This is an optimization exercise on Yosys and OpenROAD, whose aim is small area and a short achievable clock period, not a production implementation.
Where RTL was checked, it was by simulation tests only, not by an equivalence proof against the original.

==> quartz: inputs <==
==> flow/design.v <==
module gx_codec_lane (
    input  wire        clk,
    input  wire        in_op,
    input  wire [30:0] in_word,
    input  wire [15:0] in_row,
    output reg  [2:0]  out_status,
    output reg  [19:0] out_data,
    output reg  [10:0] out_syn,
    output reg  [10:0] out_wk       
);
    function [4:0] gf_mul(input [4:0] a, input [4:0] b);
        reg [4:0] t;
        integer   i;
        begin
            gf_mul = 5'd0;
            t = a;
            for (i = 0; i < 5; i = i + 1) begin
                if (b[i])
                    gf_mul = gf_mul ^ t;
                t = {t[3:0], 1'b0} ^ (t[4] ? 5'b00101 : 5'b00000);
            end
        end
    endfunction
    wire [4:0] u_row = {^(in_row & 16'h8000), ^(in_row & 16'h7f80), ^(in_row & 16'h7878), ^(in_row & 16'h6666), ^(in_row & 16'h5555)};
    reg        s1_op;
    reg [30:0] s1_word;
    reg [4:0]  s1_u;
    always @(posedge clk) begin
        s1_op   <= in_op;
        s1_word <= in_op ? in_word : {11'd0, in_word[19:0], 10'd0};
        s1_u    <= u_row;
    end
    wire [19:0] d  = s1_word[29:10];
    wire [9:0]  kr = s1_word[9:0];
    wire [34:0] x  = {s1_u, d, kr};
    wire        s0 = ^s1_word;
    wire        xp = ^{d, kr};
    wire [9:0]  r  = {^(x & 35'h40a4f5600), ^(x & 35'h22f68fd00), ^(x & 35'h13dfb2880), ^(x & 35'h4befd9440), ^(x & 35'h255319c20), ^(x & 35'h520d79810), ^(x & 35'h2b06bcc08), ^(x & 35'h1527ab004), ^(x & 35'h0a93d5802), ^(x & 35'h0549eac01)};
    wire [4:0]  s1 = {^(x & 35'h01763e690), ^(x & 35'h02bb1f348), ^(x & 35'h015d8f9a4), ^(x & 35'h01d8f9a42), ^(x & 35'h02ec7cd21)};
    wire [4:0]  s3 = {^(x & 35'h3f7c985a8), ^(x & 35'h32616a3be), ^(x & 35'h55a8ef930), ^(x & 35'h60c2d477c), ^(x & 35'h2b51df261)};
    reg [4:0] inv3;                           
    always @* begin
        case (s1)
            5'd0: inv3 = 5'd0;
            5'd1: inv3 = 5'd1;
            5'd2: inv3 = 5'd22;
            5'd3: inv3 = 5'd13;
            5'd4: inv3 = 5'd25;
            5'd5: inv3 = 5'd27;
            5'd6: inv3 = 5'd5;
            5'd7: inv3 = 5'd9;
            5'd8: inv3 = 5'd21;
            5'd9: inv3 = 5'd10;
            5'd10: inv3 = 5'd28;
            5'd11: inv3 = 5'd14;
            5'd12: inv3 = 5'd4;
            5'd13: inv3 = 5'd20;
            5'd14: inv3 = 5'd23;
            5'd15: inv3 = 5'd30;
            5'd16: inv3 = 5'd6;
            5'd17: inv3 = 5'd2;
            5'd18: inv3 = 5'd8;
            5'd19: inv3 = 5'd7;
            5'd20: inv3 = 5'd17;
            5'd21: inv3 = 5'd11;
            5'd22: inv3 = 5'd26;
            5'd23: inv3 = 5'd31;
            5'd24: inv3 = 5'd18;
            5'd25: inv3 = 5'd3;
            5'd26: inv3 = 5'd16;
            5'd27: inv3 = 5'd29;
            5'd28: inv3 = 5'd15;
            5'd29: inv3 = 5'd12;
            5'd30: inv3 = 5'd24;
            5'd31: inv3 = 5'd19;
            default: inv3 = 5'd0;
        endcase
    end
    wire [4:0]  q   = gf_mul(s3, inv3);
    wire [4:0]  t   = q ^ 5'd1;
    wire        trt = ^(t & 5'h09);
    wire [4:0]  y   = {^(t & 5'h08), ^(t & 5'h16), ^(t & 5'h18), ^(t & 5'h14), ^(t & 5'h00)};
    wire [4:0]  x1  = gf_mul(s1, y);
    wire [4:0]  x2  = x1 ^ s1;
    wire [30:0] h;                            
    assign h[0] = (x1 == 5'd1) | (x2 == 5'd1);
    assign h[1] = (x1 == 5'd2) | (x2 == 5'd2);
    assign h[2] = (x1 == 5'd4) | (x2 == 5'd4);
    assign h[3] = (x1 == 5'd8) | (x2 == 5'd8);
    assign h[4] = (x1 == 5'd16) | (x2 == 5'd16);
    assign h[5] = (x1 == 5'd5) | (x2 == 5'd5);
    assign h[6] = (x1 == 5'd10) | (x2 == 5'd10);
    assign h[7] = (x1 == 5'd20) | (x2 == 5'd20);
    assign h[8] = (x1 == 5'd13) | (x2 == 5'd13);
    assign h[9] = (x1 == 5'd26) | (x2 == 5'd26);
    assign h[10] = (x1 == 5'd17) | (x2 == 5'd17);
    assign h[11] = (x1 == 5'd7) | (x2 == 5'd7);
    assign h[12] = (x1 == 5'd14) | (x2 == 5'd14);
    assign h[13] = (x1 == 5'd28) | (x2 == 5'd28);
    assign h[14] = (x1 == 5'd29) | (x2 == 5'd29);
    assign h[15] = (x1 == 5'd31) | (x2 == 5'd31);
    assign h[16] = (x1 == 5'd27) | (x2 == 5'd27);
    assign h[17] = (x1 == 5'd19) | (x2 == 5'd19);
    assign h[18] = (x1 == 5'd3) | (x2 == 5'd3);
    assign h[19] = (x1 == 5'd6) | (x2 == 5'd6);
    assign h[20] = (x1 == 5'd12) | (x2 == 5'd12);
    assign h[21] = (x1 == 5'd24) | (x2 == 5'd24);
    assign h[22] = (x1 == 5'd21) | (x2 == 5'd21);
    assign h[23] = (x1 == 5'd15) | (x2 == 5'd15);
    assign h[24] = (x1 == 5'd30) | (x2 == 5'd30);
    assign h[25] = (x1 == 5'd25) | (x2 == 5'd25);
    assign h[26] = (x1 == 5'd23) | (x2 == 5'd23);
    assign h[27] = (x1 == 5'd11) | (x2 == 5'd11);
    assign h[28] = (x1 == 5'd22) | (x2 == 5'd22);
    assign h[29] = (x1 == 5'd9) | (x2 == 5'd9);
    assign h[30] = (x1 == 5'd18) | (x2 == 5'd18);
    wire z1   = (s1 == 5'd0);
    wire s3z  = (s3 == 5'd0);
    wire eq   = (q == 5'd1);                  
    wire corr = s1_op & ~z1 & ~trt & ~h[30] & (eq | ~s0);
    wire good = z1 & s3z;                     
    wire uncp = ~corr & ~good;                
    wire [29:0] flip = h[29:0] & {30{corr}};
    reg [2:0] status;
    always @* begin
        if (corr)
            status = (eq & s0) ? 3'd1 : 3'd2;
        else if (good)
            status = s0 ? 3'd1 : 3'd0;
        else if (z1 & s0 & (s3 == 5'b00100))
            status = 3'd4;
        else
            status = 3'd3;
    end
    wire [9:0] k_dec = kr ^ flip[9:0] ^ ({10{uncp}} & (r ^ 10'h383));
    wire       p_dec = s1_word[30] ^ s0 ^ (corr & eq) ^ (uncp & ^r);
    wire [9:0] k_out = s1_op ? k_dec : r;
    wire       p_out = s1_op ? p_dec : (xp ^ ^r);
    always @(posedge clk) begin
        out_status <= status;
        out_data   <= d ^ flip[29:10];
        out_syn    <= {s0, s1, s3};
        out_wk     <= {p_out, k_out};
    end
endmodule
module gx_word_codec #(
    parameter LANES = 4
) (
    input  wire                 clk,
    input  wire                 rst,           
    input  wire                 in_valid,
    input  wire [LANES-1:0]     in_op,         
    input  wire [31*LANES-1:0]  in_word,
    input  wire [16*LANES-1:0]  in_row,
    output reg                  out_valid,
    output wire [3*LANES-1:0]   out_status,
    output wire [20*LANES-1:0]  out_data,
    output wire [11*LANES-1:0]  out_syn,
    output wire [31*LANES-1:0]  out_word
);
    reg s1_valid;
    always @(posedge clk) begin
        if (rst) begin
            s1_valid  <= 1'b0;
            out_valid <= 1'b0;
        end else begin
            s1_valid  <= in_valid;
            out_valid <= s1_valid;
        end
    end
    genvar n;
    generate
        for (n = 0; n < LANES; n = n + 1) begin : g_lane
            wire [10:0] wk;
            gx_codec_lane u_lane (
                .clk        (clk),
                .in_op      (in_op[n]),
                .in_word    (in_word[31*n +: 31]),
                .in_row     (in_row[16*n +: 16]),
                .out_status (out_status[3*n +: 3]),
                .out_data   (out_data[20*n +: 20]),
                .out_syn    (out_syn[11*n +: 11]),
                .out_wk     (wk)
            );
            assign out_word[31*n +: 31] = {wk[10], out_data[20*n +: 20], wk[9:0]};
        end
    endgenerate
endmodule
==> flow/flow/run.sh <==
#!/bin/bash
# Layout: the standard flow (standard.sh) with two changes:
#  - the port buffers are sky130_fd_sc_hd__buf_1 cells (one per port, as
#    standard) rather than the delay buffer buffer_ports picks by default;
#  - timing repair aims for SETUP_MARGIN ns of setup slack, so that it also
#    works on the period the design achieves. The clock, the period and the
#    I/O constraints are the standard flow's, unchanged.
set -euo pipefail
cd "$(dirname "$0")/.."
SETUP_MARGIN=$(cat flow/setup_margin)
bash standard.sh synth > flow_synth.log 2>&1
bash standard.sh "BUFFER_PORTS_ARGS=-buffer_cell sky130_fd_sc_hd__buf_1" \
    "SETUP_SLACK_MARGIN=$SETUP_MARGIN" finish > flow_layout.log 2>&1
==> flow/flow/setup_margin <==
19
==> flow/standard.sh <==
#!/bin/bash
# synth_recipe.tcl (not shown) runs the flow's synth.tcl, then flattens the netlist and writes it again
# the make line also repeats each setting of config.mk as NAME=value (left out here)
make -C /OpenROAD-flow-scripts/flow DESIGN_CONFIG=/design/flow/config.mk WORK_HOME=/design/flow/orfs CLKGATE_MAP_FILE= SYNTH_SCRIPT=/design/flow/synth_recipe.tcl "${@:-finish}"
==> flow/config.mk <==
export PLATFORM = sky130hd
export DESIGN_NAME = gx_word_codec
export DESIGN_NICKNAME = gx_word_codec
export VERILOG_FILES = /design/flow/design.v
export SDC_FILE = /design/flow/constraint.sdc
export NUM_CORES = 4
export LEC_CHECK = 0
export CAP_MARGIN = 20
export CORE_MARGIN = 2
export CORE_UTILIZATION = 40
export SLEW_MARGIN = 20
==> flow/constraint.sdc <==
create_clock -name core_clock -period 26.0 [get_ports {clk}]
set_input_delay 5.2000 -clock core_clock [delete_from_list [all_inputs] [get_ports {clk}]]
set_output_delay 5.2000 -clock core_clock [all_outputs]
set_load 0.01 [all_outputs]
==> inputs of nickel, as changes to quartz <==
--- a/flow/design.v
+++ b/flow/design.v
@@ -37,5 +37,117 @@
     wire        xp = ^{d, kr};
-    wire [9:0]  r  = {^(x & 35'h40a4f5600), ^(x & 35'h22f68fd00), ^(x & 35'h13dfb2880), ^(x & 35'h4befd9440), ^(x & 35'h255319c20), ^(x & 35'h520d79810), ^(x & 35'h2b06bcc08), ^(x & 35'h1527ab004), ^(x & 35'h0a93d5802), ^(x & 35'h0549eac01)};
-    wire [4:0]  s1 = {^(x & 35'h01763e690), ^(x & 35'h02bb1f348), ^(x & 35'h015d8f9a4), ^(x & 35'h01d8f9a42), ^(x & 35'h02ec7cd21)};
-    wire [4:0]  s3 = {^(x & 35'h3f7c985a8), ^(x & 35'h32616a3be), ^(x & 35'h55a8ef930), ^(x & 35'h60c2d477c), ^(x & 35'h2b51df261)};
+    wire [9:0]  r;
+    wire [4:0]  s1, s3;
+    wire [9:0] s13;
+    wire ls_35 = x[15] ^ x[26];
+    wire ls_36 = x[5] ^ x[8];
+    wire ls_37 = x[24] ^ ls_35;
+    wire ls_38 = x[14] ^ x[16];
+    wire ls_39 = x[28] ^ ls_37;
+    wire ls_40 = x[18] ^ x[27];
+    wire ls_41 = x[25] ^ x[29];
+    wire ls_42 = x[11] ^ x[23];
+    wire ls_43 = x[13] ^ x[20];
+    wire ls_44 = x[9] ^ ls_38;
+    wire ls_45 = x[19] ^ ls_36;
+    wire ls_46 = x[7] ^ x[22];
+    wire ls_47 = x[12] ^ ls_42;
+    wire ls_48 = x[4] ^ x[17];
+    wire ls_49 = x[21] ^ ls_44;
+    wire ls_50 = ls_39 ^ ls_46;
+    wire ls_51 = x[3] ^ x[33];
+    wire ls_52 = x[2] ^ ls_43;
+    wire ls_53 = ls_45 ^ ls_50;
+    wire ls_54 = ls_36 ^ ls_41;
+    wire ls_55 = x[34] ^ ls_40;
+    wire ls_56 = x[6] ^ x[19];
+    wire ls_57 = x[13] ^ ls_48;
+    wire ls_58 = x[1] ^ x[9];
+    wire ls_59 = ls_39 ^ ls_56;
+    wire ls_60 = ls_35 ^ ls_54;
+    wire ls_61 = x[30] ^ x[32];
+    wire ls_62 = x[14] ^ ls_47;
+    wire ls_63 = x[17] ^ ls_40;
+    wire ls_64 = x[6] ^ ls_49;
+    wire ls_65 = x[23] ^ ls_41;
+    wire ls_66 = x[10] ^ ls_51;
+    wire ls_67 = x[12] ^ ls_43;
+    wire ls_68 = x[25] ^ ls_57;
+    wire ls_69 = ls_45 ^ ls_55;
+    wire ls_70 = x[15] ^ x[24];
+    wire ls_71 = x[22] ^ ls_38;
+    wire ls_72 = ls_66 ^ ls_69;
+    wire ls_73 = x[27] ^ ls_70;
+    wire ls_74 = x[3] ^ ls_73;
+    wire ls_75 = ls_61 ^ ls_69;
+    wire ls_76 = ls_64 ^ ls_67;
+    wire ls_77 = x[10] ^ ls_71;
+    wire ls_78 = x[16] ^ ls_58;
+    wire ls_79 = x[0] ^ ls_59;
+    wire ls_80 = x[5] ^ x[31];
+    wire ls_81 = ls_74 ^ ls_76;
+    wire ls_82 = x[0] ^ ls_42;
+    wire ls_83 = x[7] ^ x[32];
+    wire ls_84 = ls_52 ^ ls_62;
+    wire ls_85 = x[33] ^ ls_80;
+    wire ls_86 = ls_44 ^ ls_85;
+    wire ls_87 = ls_63 ^ ls_78;
+    wire ls_88 = ls_53 ^ ls_66;
+    wire ls_89 = ls_59 ^ ls_87;
+    wire ls_90 = x[29] ^ ls_67;
+    wire ls_91 = ls_58 ^ ls_83;
+    wire ls_92 = x[18] ^ ls_48;
+    wire ls_93 = x[26] ^ ls_72;
+    wire ls_94 = ls_60 ^ ls_82;
+    wire ls_95 = ls_65 ^ ls_81;
+    wire ls_96 = ls_77 ^ ls_94;
+    wire ls_97 = ls_60 ^ ls_91;
+    wire ls_98 = x[8] ^ ls_95;
+    wire ls_99 = x[18] ^ ls_86;
+    wire ls_100 = ls_52 ^ ls_92;
+    wire ls_101 = ls_63 ^ ls_96;
+    wire ls_102 = ls_90 ^ ls_99;
+    wire ls_103 = ls_97 ^ ls_100;
+    wire ls_104 = ls_65 ^ ls_88;
+    wire ls_105 = ls_53 ^ ls_84;
+    wire ls_106 = x[28] ^ ls_62;
+    wire ls_107 = x[2] ^ ls_93;
+    wire ls_108 = ls_49 ^ ls_50;
+    wire ls_109 = x[16] ^ ls_104;
+    wire ls_110 = x[10] ^ ls_68;
+    wire ls_111 = x[4] ^ ls_107;
+    wire ls_112 = ls_108 ^ ls_110;
+    wire ls_113 = x[31] ^ ls_61;
+    wire ls_114 = ls_51 ^ ls_103;
+    wire ls_115 = x[15] ^ ls_75;
+    wire ls_116 = ls_68 ^ ls_106;
+    wire ls_117 = ls_64 ^ ls_111;
+    wire ls_118 = ls_79 ^ ls_102;
+    wire ls_119 = ls_47 ^ ls_89;
+    wire ls_120 = ls_109 ^ ls_113;
+    wire ls_121 = ls_115 ^ ls_116;
+    assign s13 = {ls_120, ls_114, ls_121, ls_117, ls_118, ls_112, ls_98, ls_105, ls_119, ls_101};
+    assign s1 = s13[4:0];
+    assign s3 = s13[9:5];
+    wire lr_10 = s13[0] ^ s13[5];
+    wire lr_11 = s13[3] ^ lr_10;
+    wire lr_12 = s13[4] ^ s13[8];
+    wire lr_13 = s13[7] ^ s13[9];
+    wire lr_14 = s13[1] ^ lr_12;
+    wire lr_15 = s13[6] ^ lr_14;
+    wire lr_16 = s13[2] ^ s13[6];
+    wire lr_17 = s13[2] ^ s13[9];
+    wire lr_18 = lr_11 ^ lr_13;
+    wire lr_19 = lr_13 ^ lr_16;
+    wire lr_20 = lr_10 ^ lr_17;
+    wire lr_21 = s13[4] ^ lr_11;
+    wire lr_22 = s13[4] ^ lr_18;
+    wire lr_23 = lr_15 ^ lr_18;
+    wire lr_24 = lr_16 ^ lr_21;
+    wire lr_25 = s13[7] ^ lr_15;
+    wire lr_26 = s13[1] ^ lr_19;
+    wire lr_27 = lr_10 ^ lr_19;
+    wire lr_28 = lr_14 ^ lr_20;
+    wire lr_29 = s13[0] ^ lr_25;
+    wire lr_30 = lr_11 ^ lr_17;
+    assign r = {lr_22, lr_27, lr_23, lr_24, lr_28, lr_15, lr_11, lr_30, lr_26, lr_29};
     reg [4:0] inv3;                           
@@ -121,4 +233,2 @@
     wire good = z1 & s3z;                     
-    wire uncp = ~corr & ~good;                
-    wire [29:0] flip = h[29:0] & {30{corr}};
     reg [2:0] status;
@@ -134,11 +244,11 @@
     end
-    wire [9:0] k_dec = kr ^ flip[9:0] ^ ({10{uncp}} & (r ^ 10'h383));
-    wire       p_dec = s1_word[30] ^ s0 ^ (corr & eq) ^ (uncp & ^r);
-    wire [9:0] k_out = s1_op ? k_dec : r;
-    wire       p_out = s1_op ? p_dec : (xp ^ ^r);
+    wire [9:0] k_nc = s1_op ? (kr ^ ({10{~good}} & (r ^ 10'h383))) : r;
+    wire       p_nc = s1_op ? (s1_word[30] ^ s0 ^ (~good & ^r)) : (xp ^ ^r);
+    wire [9:0] k_c  = kr ^ h[9:0];
+    wire       p_c  = s1_word[30] ^ s0 ^ eq;
     always @(posedge clk) begin
         out_status <= status;
-        out_data   <= d ^ flip[29:10];
+        out_data   <= corr ? d ^ h[29:10] : d;
         out_syn    <= {s0, s1, s3};
-        out_wk     <= {p_out, k_out};
+        out_wk     <= corr ? {p_c, k_c} : {p_nc, k_nc};
     end
==> flow/flow/setup_margin (replaced) <==
19.4
==> comparison <==
- In quartz the hold slack is higher than in nickel, by 0.00059 ns.
- In flip-flop and latch count, quartz and nickel do not differ.
- Of nickel and quartz, quartz has the higher area after synthesis (gap 6.9%, measured against quartz).
- Cell area is about the same in quartz and nickel.
- Against quartz, the fmax of nickel is higher by 4.8%.
- Between nickel and quartz, the lower register-to-register slack is in quartz (gap 0.31 ns).
- Global-route usage: quartz is lower than nickel (0.22 points).
- Between nickel and quartz, the lower via count is in quartz (gap about 0.3%, measured against quartz).
The RTL of quartz was laid out without a check of its function.

## static timing again, ports no longer ideal
The results above use ideal ports. As a check the final layouts listed here were re-extracted and re-timed, cells and wires unchanged.
Step 1: set_driving_cell puts a clkbuf_16 on clk and a buf_2 on each other input, an assumption about the parent block.
Step 2 adds t to the input delays and takes it off the output delays; t is the mean of the earliest and latest rising clock arrival at the registers after step 1. Input paths then give back, and output paths get back, about the clock's delay inside the block.
Slacks: ideal ports / drivers / drivers and shift; pairs: ideal ports / drivers.
run	t, ns	setup WS [ns]	worst setup path at the end	pins driven straight from the clock port
quartz	0.612	19.159 / 19.159 / 19.159	register to register	1
nickel	0.625	19.474 / 19.474 / 19.474	register to register	1
After both steps every run listed still meets setup and hold.
